Context: an optimization exercise on an open-source flow, tuned for small area, a short achievable clock period and few clock cycles per item. The choices shown serve that exercise and are no tape-out recipe. Function was checked by simulation only, so behaviour that the tests miss may differ from the original. Power and IR drop assume default switching activity.

[design/flow/config.mk]
export PLATFORM = sky130hd
export DESIGN_NAME = tk_sha512
export DESIGN_NICKNAME = tk_sha512
export VERILOG_FILES = /design/flow/design.v
export SDC_FILE = /design/flow/constraint.sdc
export NUM_CORES = 4
export LEC_CHECK = 0
export CAP_MARGIN = 20
export CORE_MARGIN = 2
export CORE_UTILIZATION = 40
export PLACE_DENSITY = 0.6
export SLEW_MARGIN = 20
export SYNTH_MEMORY_MAX_BITS = 16384
[design/flow/run.sh]
#!/bin/bash
# synth_recipe.tcl (not shown) runs the flow's synth.tcl, then flattens the netlist and writes it again
# the make line also repeats each setting of config.mk as NAME=value (left out here)
make -C /OpenROAD-flow-scripts/flow DESIGN_CONFIG=/design/flow/config.mk WORK_HOME=/design/flow/orfs CLKGATE_MAP_FILE= SYNTH_SCRIPT=/design/flow/synth_recipe.tcl finish
[design/flow/constraint.sdc]
create_clock -name core_clock -period 10.0 [get_ports {clk}]
set_input_delay 2.0000 -clock core_clock [delete_from_list [all_inputs] [get_ports {clk}]]
set_output_delay 2.0000 -clock core_clock [all_outputs]
set_load 0.01 [all_outputs]
[design/flow/design.v]
module tk_sha512_k (
    input  wire [6:0]  idx,
    output reg  [63:0] k
);
    always @(*) begin
        case (idx)
            7'd0: k = 64'h428a2f98d728ae22;
            7'd1: k = 64'h7137449123ef65cd;
            7'd2: k = 64'hb5c0fbcfec4d3b2f;
            7'd3: k = 64'he9b5dba58189dbbc;
            7'd4: k = 64'h3956c25bf348b538;
            7'd5: k = 64'h59f111f1b605d019;
            7'd6: k = 64'h923f82a4af194f9b;
            7'd7: k = 64'hab1c5ed5da6d8118;
            7'd8: k = 64'hd807aa98a3030242;
            7'd9: k = 64'h12835b0145706fbe;
            7'd10: k = 64'h243185be4ee4b28c;
            7'd11: k = 64'h550c7dc3d5ffb4e2;
            7'd12: k = 64'h72be5d74f27b896f;
            7'd13: k = 64'h80deb1fe3b1696b1;
            7'd14: k = 64'h9bdc06a725c71235;
            7'd15: k = 64'hc19bf174cf692694;
            7'd16: k = 64'he49b69c19ef14ad2;
            7'd17: k = 64'hefbe4786384f25e3;
            7'd18: k = 64'h0fc19dc68b8cd5b5;
            7'd19: k = 64'h240ca1cc77ac9c65;
            7'd20: k = 64'h2de92c6f592b0275;
            7'd21: k = 64'h4a7484aa6ea6e483;
            7'd22: k = 64'h5cb0a9dcbd41fbd4;
            7'd23: k = 64'h76f988da831153b5;
            7'd24: k = 64'h983e5152ee66dfab;
            7'd25: k = 64'ha831c66d2db43210;
            7'd26: k = 64'hb00327c898fb213f;
            7'd27: k = 64'hbf597fc7beef0ee4;
            7'd28: k = 64'hc6e00bf33da88fc2;
            7'd29: k = 64'hd5a79147930aa725;
            7'd30: k = 64'h06ca6351e003826f;
            7'd31: k = 64'h142929670a0e6e70;
            7'd32: k = 64'h27b70a8546d22ffc;
            7'd33: k = 64'h2e1b21385c26c926;
            7'd34: k = 64'h4d2c6dfc5ac42aed;
            7'd35: k = 64'h53380d139d95b3df;
            7'd36: k = 64'h650a73548baf63de;
            7'd37: k = 64'h766a0abb3c77b2a8;
            7'd38: k = 64'h81c2c92e47edaee6;
            7'd39: k = 64'h92722c851482353b;
            7'd40: k = 64'ha2bfe8a14cf10364;
            7'd41: k = 64'ha81a664bbc423001;
            7'd42: k = 64'hc24b8b70d0f89791;
            7'd43: k = 64'hc76c51a30654be30;
            7'd44: k = 64'hd192e819d6ef5218;
            7'd45: k = 64'hd69906245565a910;
            7'd46: k = 64'hf40e35855771202a;
            7'd47: k = 64'h106aa07032bbd1b8;
            7'd48: k = 64'h19a4c116b8d2d0c8;
            7'd49: k = 64'h1e376c085141ab53;
            7'd50: k = 64'h2748774cdf8eeb99;
            7'd51: k = 64'h34b0bcb5e19b48a8;
            7'd52: k = 64'h391c0cb3c5c95a63;
            7'd53: k = 64'h4ed8aa4ae3418acb;
            7'd54: k = 64'h5b9cca4f7763e373;
            7'd55: k = 64'h682e6ff3d6b2b8a3;
            7'd56: k = 64'h748f82ee5defb2fc;
            7'd57: k = 64'h78a5636f43172f60;
            7'd58: k = 64'h84c87814a1f0ab72;
            7'd59: k = 64'h8cc702081a6439ec;
            7'd60: k = 64'h90befffa23631e28;
            7'd61: k = 64'ha4506cebde82bde9;
            7'd62: k = 64'hbef9a3f7b2c67915;
            7'd63: k = 64'hc67178f2e372532b;
            7'd64: k = 64'hca273eceea26619c;
            7'd65: k = 64'hd186b8c721c0c207;
            7'd66: k = 64'heada7dd6cde0eb1e;
            7'd67: k = 64'hf57d4f7fee6ed178;
            7'd68: k = 64'h06f067aa72176fba;
            7'd69: k = 64'h0a637dc5a2c898a6;
            7'd70: k = 64'h113f9804bef90dae;
            7'd71: k = 64'h1b710b35131c471b;
            7'd72: k = 64'h28db77f523047d84;
            7'd73: k = 64'h32caab7b40c72493;
            7'd74: k = 64'h3c9ebe0a15c9bebc;
            7'd75: k = 64'h431d67c49c100d4c;
            7'd76: k = 64'h4cc5d4becb3e42b6;
            7'd77: k = 64'h597f299cfc657e2a;
            7'd78: k = 64'h5fcb6fab3ad6faec;
            7'd79: k = 64'h6c44198c4a475817;
            default: k = 64'h0;
        endcase
    end
endmodule
module tk_sha512 (
    input  wire         clk,
    input  wire         rst,         
    input  wire         in_valid,
    output wire         in_ready,
    input  wire [63:0]  in_data,
    input  wire         in_first,
    output reg          out_valid,
    output wire [511:0] digest
);
    localparam [1:0] S_LOAD  = 2'd0,
                     S_ROUND = 2'd1,
                     S_FINAL = 2'd2;
    localparam [63:0] IV0 = 64'h6a09e667f3bcc908,
                      IV1 = 64'hbb67ae8584caa73b,
                      IV2 = 64'h3c6ef372fe94f82b,
                      IV3 = 64'ha54ff53a5f1d36f1,
                      IV4 = 64'h510e527fade682d1,
                      IV5 = 64'h9b05688c2b3e6c1f,
                      IV6 = 64'h1f83d9abfb41bd6b,
                      IV7 = 64'h5be0cd19137e2179;
    reg [1:0]  state;
    reg [6:0]  cnt;           
    reg [63:0] h0, h1, h2, h3, h4, h5, h6, h7;
    reg [63:0] a, b, c, d, e, f, g, h;
    reg [1023:0] wv;
    wire [63:0] w0  = wv[63:0];
    wire [63:0] w1  = wv[127:64];
    wire [63:0] w9  = wv[639:576];
    wire [63:0] w14 = wv[959:896];
    assign in_ready = (state == S_LOAD);
    assign digest   = {h0, h1, h2, h3, h4, h5, h6, h7};
    wire accept = in_valid && in_ready;
    wire [63:0] k_t;
    tk_sha512_k u_k (.idx(cnt), .k(k_t));
    wire [63:0] bsig0 = {a[27:0], a[63:28]} ^ {a[33:0], a[63:34]} ^ {a[38:0], a[63:39]};
    wire [63:0] bsig1 = {e[13:0], e[63:14]} ^ {e[17:0], e[63:18]} ^ {e[40:0], e[63:41]};
    wire [63:0] ch    = (e & f) ^ (~e & g);
    wire [63:0] maj   = (a & b) ^ (a & c) ^ (b & c);
    wire [63:0] t1    = h + bsig1 + ch + k_t + w0;
    wire [63:0] t2    = bsig0 + maj;
    wire [63:0] ssig0 = {w1[0], w1[63:1]} ^ {w1[7:0], w1[63:8]} ^ (w1 >> 7);
    wire [63:0] ssig1 = {w14[18:0], w14[63:19]} ^ {w14[60:0], w14[63:61]} ^ (w14 >> 6);
    wire [63:0] w_new = ssig1 + w9 + ssig0 + w0;
    always @(posedge clk) begin
        if (rst) begin
            state     <= S_LOAD;
            cnt       <= 7'd0;
            out_valid <= 1'b0;
        end else begin
            out_valid <= 1'b0;
            case (state)
                S_LOAD: begin
                    if (accept) begin
                        wv <= {in_data, wv[1023:64]};
                        if (cnt == 7'd0 && in_first) begin
                            h0 <= IV0; h1 <= IV1; h2 <= IV2; h3 <= IV3;
                            h4 <= IV4; h5 <= IV5; h6 <= IV6; h7 <= IV7;
                        end
                        if (cnt == 7'd15) begin
                            a <= h0; b <= h1; c <= h2; d <= h3;
                            e <= h4; f <= h5; g <= h6; h <= h7;
                            cnt   <= 7'd0;
                            state <= S_ROUND;
                        end else begin
                            cnt <= cnt + 7'd1;
                        end
                    end
                end
                S_ROUND: begin
                    h <= g;
                    g <= f;
                    f <= e;
                    e <= d + t1;
                    d <= c;
                    c <= b;
                    b <= a;
                    a <= t1 + t2;
                    wv <= {w_new, wv[1023:64]};
                    if (cnt == 7'd79) begin
                        cnt   <= 7'd0;
                        state <= S_FINAL;
                    end else begin
                        cnt <= cnt + 7'd1;
                    end
                end
                default: begin    
                    h0 <= h0 + a; h1 <= h1 + b; h2 <= h2 + c; h3 <= h3 + d;
                    h4 <= h4 + e; h5 <= h5 + f; h6 <= h6 + g; h7 <= h7 + h;
                    out_valid <= 1'b1;
                    state     <= S_LOAD;
                end
            endcase
        end
    end
endmodule
==> flow_metrics.tcl <==
set metrics [dict create \
    switching_power_uw 11870 \
    ir_worst_vdd_uv 160.6 \
    die_area_um2 345400 \
    antenna_found_initial 36 \
    synthCells 13370 \
    critPathMaxStageDelay_ps 880 \
    p_int_uw 19170 \
    required_ps 10720 \
    clockBufferDepth 4 \
    yosys_warnings 2 \
    core_um2 339500 \
    pin_count 582 \
    nets 14970 \
    post_cts_resize_count 0 \
    hold_class "reg -> reg" \
    maxCapViolations 0 \
    clkSinkCount 2122 \
    rows 214 \
    syn_nets 14610 \
    period_share_pct 93.18 \
    p_leak_uw 0.05997 \
    synth-seq-area-share_pct 46.22 \
    overflow 0 \
    status "no timing/DRC/antenna violations" \
    largest_reg_flops 1024 \
    slew_viol_final 0 \
    cts_tree "yes" \
    min_to "wv[373]" \
    cts_setup_buffers 0 \
    ys.flop_type "edfxtp_1" \
    viasPerCell 5.867 \
    drc 0 \
    power_frac_clock_pct 29.4 \
    cp.arrival_ps 10040 \
    wirelength_um 575400 \
    endpoint_kind "flop" \
    grt_use_total_pct 32.31 \
    die_y_um 587.7 \
    reg2reg_from "wv[1]" \
    hold_viol_final 0 \
    swShare_pct 38.25 \
    cts_buffers 239 \
    ys_types 119 \
    avgRoutedWirePerCell_um 31.12 \
    gp_congestion 1.056 \
    crit_type "reg -> reg" \
    hold_buffers 0 \
    worst_slew_pin_slew_ps 1322 \
    htreeDepth 4 \
    regToRegEndpoint "a[60]" \
    grt_pass1_vias 101100 \
    p_comb_share_pct 38.0 \
    die_x_um 587.7 \
    p_seq_share_pct 32.5 \
    port_buffers 581 \
    max-slew-margin-rel_pct 11.56 \
    syn_area_um2 136300 \
    holdPathStages 0 \
    finalClockSkew_ps 81.64 \
    synth_edf_count 2048 \
    hp-start "wv[437]" \
    power.density_nw_per_um2 200.0 \
    start_util_pct 40.14 \
    async_flop_share_pct 0 \
    crit_slowest_cell "xnor2_1" \
    top_register "wv" \
    clock_latency_ps 990 \
    vias 108500 \
    grt_max_degree 204 \
    crit_top_cell "fa_1" \
    min_period_ps 9318 \
    finish.utilization_pct 45.71 \
    worstRegToRegCells 29 \
    cp_max_fo 7 \
    setup_viol 0 \
    syn2layout_area_growth_pct 13.90 \
    grt_pass1_wl_um 794600 \
    dp.final_hpwl_um 445400 \
    initialDrtViolationCount 14380 \
    max_freq_mhz 107.3 \
    final_area_um2 155200 \
    grt_setup_unrepaired "no" \
    ant_nets 0 \
    synth-seq-cells 2122 \
    regToRegSetupSlack_ps 680 \
    drt-pass1-iter-count 12 \
    start_kind "flop" \
    syn_avg_cell_area_um2 10.19 \
    clkTransAtPathRegs_ps 60 \
    fin_tns_setup_ps 0 \
    dpl_cell_area_um2 147200 \
    drive_above_1_share_pct 5.488 \
    root_buffer "clkbuf_16" \
]
## synthesized netlist by cell type (64+ instances only)
master	count	area share (%)
nand2_1	2183	6.0
edfxtp_1	2048	45
a21oi_1	944	3.5
inv_1	898	2.5
ha_1	777	7.1
xnor2_1	743	4.8
o21ai_0	730	2.7
nor2_1	705	1.9
clkbuf_1	607	1.7
a21o_1	503	2.8
xor2_1	456	2.9
fa_1	391	5.7
nand3_1	182	0.67
nand4_1	159	0.73
nor3_1	152	0.56
o21bai_1	146	0.80
a31oi_1	133	0.61
nor2b_1	104	0.48
nand2b_1	102	0.47
o21a_1	94	0.52
and3_1	83	0.38
a211oi_1	82	0.45
dfxtp_1	74	1.1
and2_1	64	0.29
## per-stage QoR
stage	cells	worst slack (ps)	power, µW	hold WS (ps)
final	18490	681.7	31050	373.4
after CTS	18480	849.7	30870	366.2
after global placement	18030	916.4	21830	400.4
after global routing	18480	239.1	32270	384.1
after floorplan	13370	-7727	17580	400.3
after detailed placement	18030	913.7	21690	404.5
## cell usage in the layout (no fill, tap or decap), types with 456 or more instances in the layout
cell             count
nand2_1           2181
edfxtp_1          2048
a21oi_1            944
inv_1              896
ha_1               771
xnor2_1            742
o21ai_0            728
nor2_1             700
clkdlybuf4s50_1    581
a21o_1             502
xor2_1             456
## per-layer routing
metal | share of wire, % | track usage [%] | up-vias | wire [µm]
met3 | 10 | 7.089 | 979 | 58200
met1 | 42 | 45.20 | 53550 | 241200
li1 | - | - | 48240 | -
met2 | 41 | 46.04 | 5691 | 237000
met4 | 6.8 | 18.49 | 18 | 38920
met5 | 0.020 | 0 | - | 117
## kinds of logic after synthesis
kind of cell	synth area share [%]
AND/OR/NAND/NOR	12.34
buffers and inverters	4.391
AO/OA/AOI/OAI	15.58
adder cells (fa/ha/maj)	13.20
XOR/XNOR	7.706
multiplexers	0.5629
flip-flops	46.22
## worst max-delay path: cells and delay by family (launching register included)
family                   cells  cell delay [ps]
AO/OA/AOI/OAI               14             3660
adder cells (fa/ha/maj)      6             2760
XOR/XNOR                     1              880
AND/OR/NAND/NOR              6              850
buffers and inverters        2              520
flip-flops                   1              350
## how the worst max path moves through the flow
stage	startpoint	endpoint	slack [ps]	cells after the start
after global placement	wv[1]	a[63]	920	35
after detailed placement	wv[2]	a[63]	910	33
after global routing	wv[1]	a[63]	240	35
final	wv[1]	a[60]	680	29
after CTS	wv[2]	a[63]	850	33
after floorplan	in_valid	wv[0]	-7730	2
## power by group through the flow
| stage | sequential (µW) | clock (µW) | combinational, µW |
|---|---|---|---|
| 3_5_place_dp | 10300 | 0 | 11400 |
| 6_report | 10100 | 9140 | 11800 |
| 2_1_floorplan | 10300 | 0 | 7260 |
| 5_1_grt | 10100 | 9610 | 12600 |
| 4_1_cts | 10100 | 9280 | 11500 |
| 3_3_place_gp | 10300 | 0 | 11500 |
## cell type report
type                    count  area, µm²
fillers                 32320     184300
multi-input cells        9668      67450
flip-flops and latches   2122      62980
repair buffers            801       7692
clock buffers             285       6246
well taps                4536       5675
inverters                 903       3400
clock inverters           161       1733
diodes                     13      32.53
Testbench counts, summed over its fixed seeds: cycles 37,256, blocks 384.

## static timing again, ports no longer ideal
The flow's constraints put no driver on any port. The routed layout listed below was extracted and timed again, unchanged, in two steps. Step 1 sets driving cells, clkbuf_16 on the clock port and buf_2 on the other inputs (assumed; they add their load-dependent delay and slew). Step 2 also shifts input and output timing later by t, the mid clock arrival at the registers, as if the neighbouring blocks saw the same clock. Slacks: no drivers / after step 1 / after step 2; pairs: no drivers / after step 1.
shift t [ns]: 1.062
setup WS [ns]: 0.682 / 0.682 / 0.682
hold WS [ns]: 0.373 / 0.373 / 0.373
worst data-port slew with drivers (ns): 0.13
After both steps setup and hold are still met in this run. The setup slack of this run moves by 0.000 ns with the drivers and by 0.000 ns with both steps.
